Background: an optimization exercise with open tools, aiming at small area. Do not read the settings as production practice. In this exercise RTL edits were held to simulation tests only and were not proved equivalent to the original. Power is estimated from default activity; no workload was simulated.

## zpx_rtc
module zpx_rtc (
    input  wire        clk,
    input  wire        rst,
    input  wire        tick,
    input  wire        cmd_valid,
    input  wire [1:0]  cmd_op,
    input  wire [63:0] cmd_fields,
    input  wire [47:0] cmd_arg,
    input  wire        temp_valid,
    input  wire [11:0] temp,
    output wire [63:0] cal_fields,
    output reg  [14:0] subsec,
    output reg         time_valid,
    output wire        date_suspect,
    output reg         alarm0,
    output reg         alarm1,
    output reg  [8:0]  trim_n,
    output reg  [8:0]  trim_n_eval
);
clock: 120.0 ns
lec_check: 0
cap_margin: 20
core_margin: 2
core_utilization: 65
slew_margin: 20
standard.sh (not shown) runs the stock make flow with config.mk's settings and CLKGATE_MAP_FILE= SYNTH_SCRIPT=/design/flow/synth_recipe.tcl, a recipe that flattens the netlist after the stock synthesis.
==> flow/flow/run.sh <==
#!/bin/bash
# The standard layout (standard.sh), with three ORFS knobs changed:
#  - synthesis maps logic with flow/abc_area.script (ABC's &deepsyn logic optimization,
#    then area-recovering mapping with the delay target relaxed; the clock period is
#    120 ns), through a copy of the ORFS scripts folder whose abc_speed.script is
#    replaced; flip-flop mapping is unchanged;
#  - port buffers use the smallest buffer cell (every port still gets its buffer);
#  - clock tree synthesis clusters up to 8 sinks within 40 um per clkbuf_4, with
#    no dummy loads.
# Each tool's full output stays in orfs/logs/; make's own output goes to flow_make.log.
set -euo pipefail
here=$(pwd)
rm -rf "$here/scripts"
cp -r "$FLOW_HOME/scripts" "$here/scripts"
cp "$here/flow/abc_area.script" "$here/scripts/abc_speed.script"
export SCRIPTS_DIR="$here/scripts"
export BUFFER_PORTS_ARGS="-buffer_cell sky130_fd_sc_hd__buf_1"
export CTS_ARGS="-sink_clustering_enable -repair_clock_nets -dont_use_dummy_load -buf_list sky130_fd_sc_hd__clkbuf_4 -sink_clustering_size 8 -sink_clustering_max_diameter 40"
bash standard.sh > flow_make.log 2>&1
==> flow/flow/abc_area.script <==
&get -n
&st
&deepsyn -T 120
&st
&dch -f
&nf -R 1000 -p -a -F 8 -A 4
&put
topo
The starting point finished clean.
Edit:
--- a/flow/flow/run.sh
+++ b/flow/flow/run.sh
@@ -2,6 +2,5 @@
 # The standard layout (standard.sh), with three ORFS knobs changed:
-#  - synthesis maps logic with flow/abc_area.script (ABC's &deepsyn logic optimization,
-#    then area-recovering mapping with the delay target relaxed; the clock period is
-#    120 ns), through a copy of the ORFS scripts folder whose abc_speed.script is
-#    replaced; flip-flop mapping is unchanged;
+#  - synthesis maps logic with flow/abc_area.script (area-recovering ABC mapping with the
+#    delay target relaxed; the clock period is 120 ns), through a copy of the ORFS scripts
+#    folder whose abc_speed.script is replaced; flip-flop mapping is unchanged;
 #  - port buffers use the smallest buffer cell (every port still gets its buffer);
==> flow/flow/abc_area.script (replaced) <==
&get -n
&st
&dch
&nf -R 1000
&st
&syn2
&dch
&nf -R 1000
&st
&dch -f
&nf -R 1000 -p -a -F 8 -A 4
&st
&syn2
&dch -f
&nf -R 1000 -p -a -F 8 -A 4
&put
topo
Outcome: The changed run finished clean. Register-to-register slack loses 1200 ps. Total power came out higher by about a fifth. Hold slack gains 19 ps. Area after synthesis goes up by a few percent. Global-route usage came out higher by 0.67 points. Sequential power goes up by roughly a tenth. Core utilization barely changes. Fmax fell by a few percent. Clock skew is lower by 51 ps. Worst setup slack degrades by 800 ps. Final area rises by a few percent.

== tundra ==
zpx_rtc again, from the RTL that the note above started with.
Settings: LEC_CHECK=0, CAP_MARGIN=20, CORE_MARGIN=2, CORE_UTILIZATION=65, SLEW_MARGIN=20; clock period 120.0 ns.
==> flow/flow/run.sh <==
#!/bin/bash
# The standard layout (standard.sh), with three ORFS knobs changed:
#  - synthesis maps logic with flow/abc_area.script (ABC's &deepsyn logic optimization,
#    then area-recovering mapping with the delay target relaxed; the clock period is
#    120 ns), through a copy of the ORFS scripts folder whose abc_speed.script is
#    replaced; flip-flop mapping is unchanged;
#  - port buffers use the smallest buffer cell (every port still gets its buffer);
#  - clock tree synthesis clusters up to 10 sinks within 50 um per clkbuf_4, with
#    no dummy loads.
# Each tool's full output stays in orfs/logs/; make's own output goes to flow_make.log.
set -euo pipefail
here=$(pwd)
rm -rf "$here/scripts"
cp -r "$FLOW_HOME/scripts" "$here/scripts"
cp "$here/flow/abc_area.script" "$here/scripts/abc_speed.script"
export SCRIPTS_DIR="$here/scripts"
export BUFFER_PORTS_ARGS="-buffer_cell sky130_fd_sc_hd__buf_1"
export CTS_ARGS="-sink_clustering_enable -repair_clock_nets -dont_use_dummy_load -buf_list sky130_fd_sc_hd__clkbuf_4 -sink_clustering_size 10 -sink_clustering_max_diameter 50"
bash standard.sh > flow_make.log 2>&1
==> flow/flow/abc_area.script <==
&get -n
&st
&deepsyn -T 120
&st
&dch -f
&nf -R 1000 -p -a -F 8 -A 4
&put
topo
Here is what was changed in the inputs of nickel compared with tundra.
==> flow/flow/run.sh <==
#!/bin/bash
# The standard layout (standard.sh), with three ORFS knobs changed:
#  - synthesis maps logic with flow/abc_area.script (area-recovering ABC mapping with the
#    delay target relaxed; the clock period is 120 ns), through a copy of the ORFS scripts
#    folder whose abc_speed.script is replaced; flip-flop mapping is unchanged;
#  - port buffers use the smallest buffer cell (every port still gets its buffer);
#  - clock tree synthesis clusters up to 15 sinks within 60 um per clkbuf_8, with
#    no dummy loads.
# Each tool's full output stays in orfs/logs/; make's own output goes to flow_make.log.
set -euo pipefail
here=$(pwd)
rm -rf "$here/scripts"
cp -r "$FLOW_HOME/scripts" "$here/scripts"
cp "$here/flow/abc_area.script" "$here/scripts/abc_speed.script"
export SCRIPTS_DIR="$here/scripts"
export BUFFER_PORTS_ARGS="-buffer_cell sky130_fd_sc_hd__buf_1"
export CTS_ARGS="-sink_clustering_enable -repair_clock_nets -dont_use_dummy_load -buf_list sky130_fd_sc_hd__clkbuf_8 -sink_clustering_size 15 -sink_clustering_max_diameter 60"
bash standard.sh > flow_make.log 2>&1
==> flow/flow/abc_area.script <==
&get -n
&st
&dch
&nf -R 1000
&st
&syn2
&dch
&nf -R 1000
&st
&dch -f
&nf -R 1000 -p -a
&put
topo
==> summary.txt <==
nickel went all the way through the flow, and no timing, DRC or antenna check failed.
On sequential share of power: between nickel and tundra, it ends up higher for tundra.
From tundra to nickel the numbers moved as follows: critical path depth in cells has decreased; worst hold slack across all endpoints has decreased.

== main ==
zpx_rtc, a different RTL version from the one above (not shown whole).
Size in the first run: roughly 2100 cells after synthesis.
clock: 120.0 ns
lec_check: 0
cap_margin: 20
core_margin: 2
core_utilization: 40
slew_margin: 20
==> flow/flow/run.sh <==
#!/bin/bash
set -euo pipefail
export BUFFER_PORTS_ARGS="-buffer_cell sky130_fd_sc_hd__buf_1"
export CTS_ARGS="-sink_clustering_enable -repair_clock_nets -dont_use_dummy_load"
bash standard.sh > flow_make.log 2>&1
Looking at the reports, main completed the entire flow and the layout it produced met the timing, design-rule and antenna checks.
Edits applied to the flow inputs when going from main to the feature branch:
==> flow/run.sh (new file) <==
#!/bin/bash
# synth_recipe.tcl (not shown) runs the flow's synth.tcl, then flattens the netlist and writes it again
# the make line also repeats each setting of config.mk as NAME=value (left out here)
make -C /OpenROAD-flow-scripts/flow DESIGN_CONFIG=/design/flow/config.mk WORK_HOME=/design/flow/orfs CLKGATE_MAP_FILE= SYNTH_SCRIPT=/design/flow/synth_recipe.tcl finish
removed: flow/flow/run.sh
removed: flow/standard.sh
Comparing core utilization for main and the feature branch, the smaller number came from main.
Power in sequential cells essentially unchanged between the feature branch and main.
Against main as the reference, the feature branch delivers a higher met1 global-route usage.
When the final numbers for main and the feature branch were put side by side, the detailed route wirelength on metal3 turned out to be smaller in the feature branch.

-- static timing again, ports no longer ideal --
No port has a modelled driver above. Below, the same layouts with a new extraction and two added sets of constraints. Step 1 (the two cells are an assumption about what drives the block):
set clk [get_ports {clk}]
set_driving_cell -lib_cell sky130_fd_sc_hd__clkbuf_16 $clk
set_driving_cell -lib_cell sky130_fd_sc_hd__buf_2 [delete_from_list [all_inputs] $clk]
Step 2 adds t to the input delays and takes it off the output delays; t is the mean of the earliest and latest rising clock arrival at the registers after step 1. Input paths then give back, and output paths get back, about the clock's delay inside the block. Three values: ideal ports, drivers, drivers and shift; two values: the first two.
run | t (ns) | slack for setup (ns) | latest minus earliest clock arrival (ns)
the first run of note 1 | 0.721 | 89.573 / 89.589 / 88.868 | 0.085 / 0.085
the second run of note 1 | 0.736 | 88.770 / 88.740 / 88.004 | 0.041 / 0.041
tundra | 0.693 | 89.540 / 89.553 / 88.860 | 0.042 / 0.043
nickel | 0.579 | 88.964 / 88.991 / 88.412 | 0.045 / 0.045
main | 0.606 | 92.813 / 92.753 / 92.657 | 0.081 / 0.080
the feature branch | 0.619 | 92.423 / 92.365 / 92.450 | 0.038 / 0.038
After both steps setup and hold are still met in every run listed. For the second run of note 1, which loses most, drivers alone change the setup slack by -0.030 ns; drivers and shift together by -0.766 ns.
